This design comes from an exercise in tuning for small area, a short achievable clock period and few clock cycles per item on the open sky130 flow, not from production work. Function not checked in this run: the RTL went through the layout flow alone.

### flow/run.sh
#!/bin/bash
# synth_recipe.tcl (not shown) runs the flow's synth.tcl, then flattens the netlist and writes it again
# the make line also repeats each setting of config.mk as NAME=value (left out here)
make -C /OpenROAD-flow-scripts/flow DESIGN_CONFIG=/design/flow/config.mk WORK_HOME=/design/flow/orfs CLKGATE_MAP_FILE= SYNTH_SCRIPT=/design/flow/synth_recipe.tcl finish
### flow/config.mk
export PLATFORM = sky130hd
export DESIGN_NAME = lcr_ageing
export DESIGN_NICKNAME = lcr_ageing
export VERILOG_FILES = /design/flow/design.v
export SDC_FILE = /design/flow/constraint.sdc
export NUM_CORES = 4
export LEC_CHECK = 0
export CAP_MARGIN = 20
export CORE_MARGIN = 2
export CORE_UTILIZATION = 40
export SLEW_MARGIN = 20
### flow/constraint.sdc
create_clock -name core_clock -period 115.0 [get_ports {clk}]
set_input_delay 23.0000 -clock core_clock [delete_from_list [all_inputs] [get_ports {clk}]]
set_output_delay 23.0000 -clock core_clock [all_outputs]
set_load 0.01 [all_outputs]
### flow/design.v
module lcr_ageing (
    input  wire         clk,
    input  wire         rst,           
    input  wire         in_valid,
    output wire         in_ready,
    input  wire [511:0] in_curve,      
    input  wire [15:0]  in_dose,       
    input  wire [15:0]  in_scale,      
    input  wire [15:0]  in_target,     
    input  wire         in_age,        
    output reg          out_valid,
    output reg  [16:0]  out_e,         
    output reg  [16:0]  out_a          
);
    localparam integer K1 = 8;         
    localparam integer K2 = 9;         
    assign in_ready = 1'b1;
    integer j;
    reg  [15:0] le;                    
    reg  [15:0] sel;                   
    reg  [15:0] m_eff0, m_eff1, m_dose0, m_dose1;
    always @(*) begin
        le[0] = 1'b1;
        for (j = 1; j < 16; j = j + 1)
            le[j] = in_curve[32*j +: 16] <= in_dose;
        for (j = 0; j < 15; j = j + 1)
            sel[j] = le[j] & ~le[j+1];
        sel[15] = le[15];
        m_eff0  = 16'd0;
        m_eff1  = 16'd0;
        m_dose0 = 16'd0;
        m_dose1 = 16'd0;
        for (j = 0; j < 16; j = j + 1) begin
            m_eff0 = m_eff0 | ({16{sel[j]}} & in_curve[32*j+16 +: 16]);
            if (j < 15) begin
                m_eff1  = m_eff1  | ({16{sel[j]}} & in_curve[32*(j+1)+16 +: 16]);
                m_dose0 = m_dose0 | ({16{sel[j]}} & in_curve[32*j +: 16]);
                m_dose1 = m_dose1 | ({16{sel[j]}} & in_curve[32*(j+1) +: 16]);
            end else begin
                m_eff1  = m_eff1  | ({16{sel[j]}} & in_curve[32*j+16 +: 16]);
                m_dose1 = m_dose1 | ({16{sel[j]}} & in_curve[32*j +: 16]);
            end
        end
    end
    reg         v0;
    reg  [15:0] r0_eff0, r0_eff1, r0_dose0, r0_dose1, r0_dose, r0_scale, r0_target;
    reg         r0_age;
    always @(posedge clk) begin
        if (rst) v0 <= 1'b0;
        else     v0 <= in_valid;
        r0_eff0   <= m_eff0;
        r0_eff1   <= m_eff1;
        r0_dose0  <= m_dose0;
        r0_dose1  <= m_dose1;
        r0_dose   <= in_dose;
        r0_scale  <= in_scale;
        r0_target <= in_target;
        r0_age    <= in_age;
    end
    wire [16:0] s1_diff = {1'b0, r0_eff1} - {1'b0, r0_eff0};
    wire        s1_neg  = s1_diff[16];
    wire [15:0] s1_mag  = s1_neg ? (r0_eff0 - r0_eff1) : s1_diff[15:0];
    wire [15:0] s1_dd   = r0_dose - r0_dose0;
    wire [15:0] s1_span = r0_dose1 - r0_dose0;
    wire [31:0] s1_num  = s1_mag * s1_dd;
    reg  [15:0] s1_rem;
    reg  [16:0] s1_t;
    reg  [15:0] s1_q;
    always @(*) begin
        s1_rem = s1_num[31:16];
        s1_q   = 16'd0;
        for (j = 15; j >= 16 - K1; j = j - 1) begin
            s1_t = {s1_rem, s1_num[j]} - {1'b0, s1_span};
            s1_q[j] = ~s1_t[16];
            s1_rem = s1_t[16] ? {s1_rem[14:0], s1_num[j]} : s1_t[15:0];
        end
    end
    reg         v1;
    reg  [15:0] r1_rem, r1_low, r1_q, r1_span, r1_eff0, r1_scale, r1_target;
    reg         r1_neg, r1_age;
    always @(posedge clk) begin
        if (rst) v1 <= 1'b0;
        else     v1 <= v0;
        r1_rem    <= s1_rem;
        r1_low    <= s1_num[15:0];
        r1_q      <= s1_q;
        r1_span   <= s1_span;
        r1_eff0   <= r0_eff0;
        r1_neg    <= s1_neg;
        r1_scale  <= r0_scale;
        r1_target <= r0_target;
        r1_age    <= r0_age;
    end
    reg  [15:0] s2_rem;
    reg  [16:0] s2_t;
    reg  [15:0] s2_q;
    always @(*) begin
        s2_rem = r1_rem;
        s2_q   = r1_q;
        for (j = 15 - K1; j >= 0; j = j - 1) begin
            s2_t = {s2_rem, r1_low[j]} - {1'b0, r1_span};
            s2_q[j] = ~s2_t[16];
            s2_rem = s2_t[16] ? {s2_rem[14:0], r1_low[j]} : s2_t[15:0];
        end
    end
    wire [15:0] s2_eraw = r1_neg ? (r1_eff0 - s2_q) : (r1_eff0 + s2_q);
    wire [31:0] s2_x    = s2_eraw * r1_scale;
    reg         v2;
    reg  [31:0] r2_x;
    reg  [15:0] r2_scale, r2_target;
    reg         r2_age;
    always @(posedge clk) begin
        if (rst) v2 <= 1'b0;
        else     v2 <= v1;
        r2_x      <= s2_x;
        r2_scale  <= r1_scale;
        r2_target <= r1_target;
        r2_age    <= r1_age;
    end
    wire [17:0] s3_up   = r2_x[31:15] + {16'd0, |r2_x[14:0]};
    wire [17:0] s3_full = 18'd32768 - {2'b00, r2_scale} + s3_up;    
    wire        s3_low  = s3_full[17] | (s3_full == 18'd0);
    wire [16:0] s3_e    = s3_low ? 17'd1 : s3_full[16:0];
    wire        s3_sat  = ~r2_age | ({1'b0, r2_target} >= s3_e);
    reg  [16:0] s3_rem;
    reg  [17:0] s3_t;
    reg  [15:0] s3_q;
    always @(*) begin
        s3_rem = {1'b0, r2_target};
        s3_q   = 16'd0;
        for (j = 15; j >= 16 - K2; j = j - 1) begin
            s3_t = {s3_rem, 1'b0} - {1'b0, s3_e};
            s3_q[j] = ~s3_t[17];
            s3_rem = s3_t[17] ? {s3_rem[15:0], 1'b0} : s3_t[16:0];
        end
    end
    reg         v3;
    reg  [16:0] r3_e, r3_rem;
    reg  [15:0] r3_q;
    reg         r3_sat;
    always @(posedge clk) begin
        if (rst) v3 <= 1'b0;
        else     v3 <= v2;
        r3_e   <= s3_e;
        r3_rem <= s3_rem;
        r3_q   <= s3_q;
        r3_sat <= s3_sat;
    end
    reg  [16:0] s4_rem;
    reg  [17:0] s4_t;
    reg  [15:0] s4_q;
    always @(*) begin
        s4_rem = r3_rem;
        s4_q   = r3_q;
        for (j = 15 - K2; j >= 0; j = j - 1) begin
            s4_t = {s4_rem, 1'b0} - {1'b0, r3_e};
            s4_q[j] = ~s4_t[17];
            s4_rem = s4_t[17] ? {s4_rem[15:0], 1'b0} : s4_t[16:0];
        end
    end
    always @(posedge clk) begin
        if (rst) out_valid <= 1'b0;
        else     out_valid <= v3;
        out_e <= r3_e;
        out_a <= r3_sat ? 17'd65536 : {1'b0, s4_q};
    end
endmodule
==> run summary <==
GRT:
- The total congestion overflow is 0.
- The wire length of the first global-routing pass is 408,400 um.
- The number of global-route vias before repair is 63,140.
- The overall routing resource usage is 32.44%.
- The number of antenna violations at the first check in global routing came to 82.
- Entering global routing, the biggest net connects 65 pins.

Placement:
- The last weighted congestion value of the routability-driven placer is 1.112.
- Input and output buffers added on the ports amount to 598.
- The HPWL after detailed placement is 227,300 um.
- In this run, placement finished with an instance count of 10,740.
- OpenSTA, run right after detailed placement, puts the worst setup slack at 73.51 ns.

Die:
- The effective utilization at floorplan is 40.30%.
- For this design the top-level I/O count stands at 600.
- Measured along the x axis, the die boundary spans 409.0 um.
- The count of standard-cell rows is 148.
- The die height is 409.0 um.
- The area inside the core boundary is 162,800 um2.
- The floorplan step defined a die boundary enclosing 167,300 um2.

Timing:
- The total negative slack is 0 ns.
- For this run, the top clock speed supported by timing is 24.03 MHz.
- Between clock sinks in the finished design, the worst skew comes to 0.03269 ns.
- The count of final hold-check violations is 0.
- The worst slew margin relative to its limit is 22.91%.
- After layout, the worst setup slack is 73.39 ns.
- The final-report max-slew violation count is 0.
- Setup repair after global routing left no endpoint under its margin.
- The routed design could run at a clock period as short as 41.61 ns.
- The slew of the pin with the lowest slew margin is 1.141 ns.
- Setup violations remaining at the end of the flow were counted as 0.
- The worst hold slack is 0.3201 ns.
- The post-route fraction of the period consumed by the critical path is 36.19%.

Route:
- The uppermost signal routing layer after detailed routing is met5.
- The length of routed met2 wiring is 124,700 um.
- The routed design uses 24,020 um of met3 wire.
- In this run the remaining antenna-violating nets after routing total 0.
- In the routed design, unresolved DRC markers number 0.
- In the final routed layout, each cell accounts on average for 25.36 um.
- Wires add up to 276,200 um.
- The detailed router finished its first iteration with 5,895 violations.
- In the final routing, the length of wire on met1 measures 104,400 um.
- Dividing the detail-routed via count by the number of cells gives 5.795.
- The number of iterations in the first detailed-routing pass is 15.
- The final route contains 63,110 vias.

Synth:
- Ranked by total cell area, the synthesized netlist is headed by sky130_fd_sc_hd__ha_1 (20%), sky130_fd_sc_hd__fa_1 (13%), sky130_fd_sc_hd__dfxtp_1 (11%).
- The register area share after synthesis is 10.96%.
- The async set or reset register ratio after synthesis is 0%.
- In this run the mean area of a mapped cell was 8.074 um2.
- Yosys mapped the design onto 115 distinct sky130hd cell types.
- The count of flip-flops with a built-in enable after synthesis is 0.
- The top cell type by area accounts for 20.41% of the synthesized area.
- Synthesis inferred 359 register bits.
- The total nets after synthesis is 10,170.
- sky130_fd_sc_hd__ha_1 takes more of the synthesized area than any other cell.
- For this run, the number of Yosys warnings is 1.
- In the synthesized netlist the dominant register cell turns out to be sky130_fd_sc_hd__dfxtp_1.
- The mapped netlist covers 65,600 um2.
- The post-synthesis instance total is 8,125.

Clock tree:
- The buffer depth of the longest clock path is 3.
- In this run the post-CTS setup repair buffer count came out at 0.
- TritonCTS built the clock tree.
- The root buffer cell is sky130_fd_sc_hd__clkbuf_16.
- The number of levels the H-tree was split into is 2.
- The sink count of the clock tree is 359.
- Clock latency on the worst-skew pair, taken at its later pin, is 0.66 ns.
- After clock tree synthesis, the flow added hold-fix buffers numbering 0.
- The clock slew at the register clock pins of the worst setup and hold paths is 0.06 ns.
- The number of instances resized during post-cts repair is 0.
- TritonCTS created 49 clock buffers.

Cells and area:
- The area growth from synthesis to layout is 16.09%.
- The leading cell type in the layout, fill and taps excluded is sky130_fd_sc_hd__ha_1.
- The proportion of layout cells with a drive suffix above 1 is 5.629%.
- After the last flow step, the layout net total stands at 10,660.
- After the flow finishes, the layout carries non-filler instances totaling 10,890.
- The top cell types in the final layout, fill and taps aside, are sky130_fd_sc_hd__ha_1 (1,070), sky130_fd_sc_hd__inv_1 (914), sky130_fd_sc_hd__nand2_1 (742).
- Cells fill 46.79% of the core in the end.

Setup path:
- On the worst path, the slowest cell contributes a delay of 0.79 ns.
- The critical-path cell with the highest stage delay is sky130_fd_sc_hd__nor3_1.
- The required time at the worst-slack endpoint is 115.52 ns.
- The instance count on the critical path is 204.
- The worst register-to-register path ends at r2_x[31].
- The cell count of the worst reg-to-reg path is 204.
- Counting both buffers and inverters, the worst setup path holds a total of 13.
- Tracing the worst setup path back leads to its startpoint at r1_span[1].
- The capture point of the critical path is r2_x[31].
- The data arrival time of the critical path is 42.13 ns.
- The critical path is of the reg2reg type.
- In this run the critical register-to-register path is launched from r1_span[1].
- Setup slack on the worst reg-to-reg path comes out at 73.39 ns.
- The worst setup path is captured at a flop.
- Along the worst path, the maximum fanout reaches 32.
- The dominant delay contributor by cell family on the critical path is compound AO/OA/AOI/OAI gates.
- The startpoint kind of the worst setup timing path is a flop.
- The most frequent cell on the critical path is sky130_fd_sc_hd__o21ai_0.

Outcome:
- The run finished with no timing, DRC or antenna violations.

Worst hold path:
- In this run the worst hold path is classified as reg2reg.

Flow run:
- Max-cap violations in this run came to 0.
## synth_stat cells (all sizes together) (154+ instances only)
| master | number |
|---|---|
| a21o | 197 |
| nor2b | 181 |
| nand2 | 742 |
| o21ai | 427 |
| ha | 1070 |
| inv | 920 |
| clkbuf | 192 |
| and2 | 184 |
| fa | 412 |
| nor2 | 502 |
| mux2 | 197 |
| a21oi | 525 |
| xnor2 | 316 |
| xor2 | 159 |
| a22oi | 154 |
| dfxtp | 359 |
## cells by family after synthesis
group,synth area share (%)
buffers and inverters,6.796
and+or+nand+nor,16.49
DFF,10.96
muxes,4.110
adders and majority gates,32.98
AOI/OAI and AO/OA,22.25
xor gates and xnor gates,6.410
other,0.005716
## per-stage QoR
| stage | cell area [um2] |
|---|---|
| after floorplan | 65600 |
| after global placement | 74320 |
| after detailed placement | 74320 |
| after CTS | 75980 |
| after global routing | 76070 |
| final | 76150 |
## worst min-delay path by stage
stage	slack [ns]	cells after the start	endpoint	from
after CTS	0.33	0	r1_scale[2]	r0_scale[2]
after floorplan	0.31	0	r1_age	r0_age
after detailed placement	0.31	0	r1_scale[8]	r0_scale[8]
final	0.32	0	r1_scale[2]	r0_scale[2]
after global placement	0.31	0	r1_scale[3]	r0_scale[3]
after global routing	0.33	0	r2_target[4]	r1_target[4]
## area by class of cell
class,count,area [um2]
Clock inverter,32,334.1
Antenna cell,63,157.7
Inverter,921,3460
Clock buffer,58,1320
Fill cell,15890,86620
Tap cell,2175,2721
Timing Repair Buffer,688,6665
Multi-Input combinational cell,6593,54310
Sequential cell,359,7187
## state kept, by name (all words and copies together) (netlist names), 17 cells and up
name and cells:
r2_x 32, out_a 17, out_e 17, r3_e 17
r3_rem 17
## worst reg2reg max path: cells and delay by family, from the launching register on
kind	cells	cell delay [ns]
xor+xnor	7	1.08
compound gates	120	22.73
mux	6	1.95
buf+inv	13	2.44
simple gates	41	6.06
flops	1	0.64
fa+ha+maj	17	6.64
## layer usage
metal,up-vias,track usage (%)
li1,29680,-
met1,30080,35.95
met2,2518,53.07
met3,793,9.710
met4,40,22.77
met5,-,0.4310

==> what the ideal ports hide <==
The flow's constraints put no driver on any port. The routed layout listed below was extracted and timed again, unchanged, in two steps. Step 1 sets driving cells, clkbuf_16 on the clock port and buf_2 on the other inputs (assumed; they add their load-dependent delay and slew). Step 2, shift: input delay + t, output delay - t, t = (earliest + latest rising clock arrival at the registers) / 2. This alone moves slack from input paths to output paths. Three values: no drivers, after step 1, after step 2; two values: the first two.
t, ns: 0.722
slack for setup (ns): 73.386 / 73.386 / 73.386
worst hold slack (ns): 0.320 / 0.320 / 0.320
worst setup path after step 2: register to register
worst slew at a driven data input, ns: 0.38
After both steps this run still meets setup and hold. For this run, drivers alone change the setup slack by 0.000 ns; drivers and shift together by 0.000 ns.
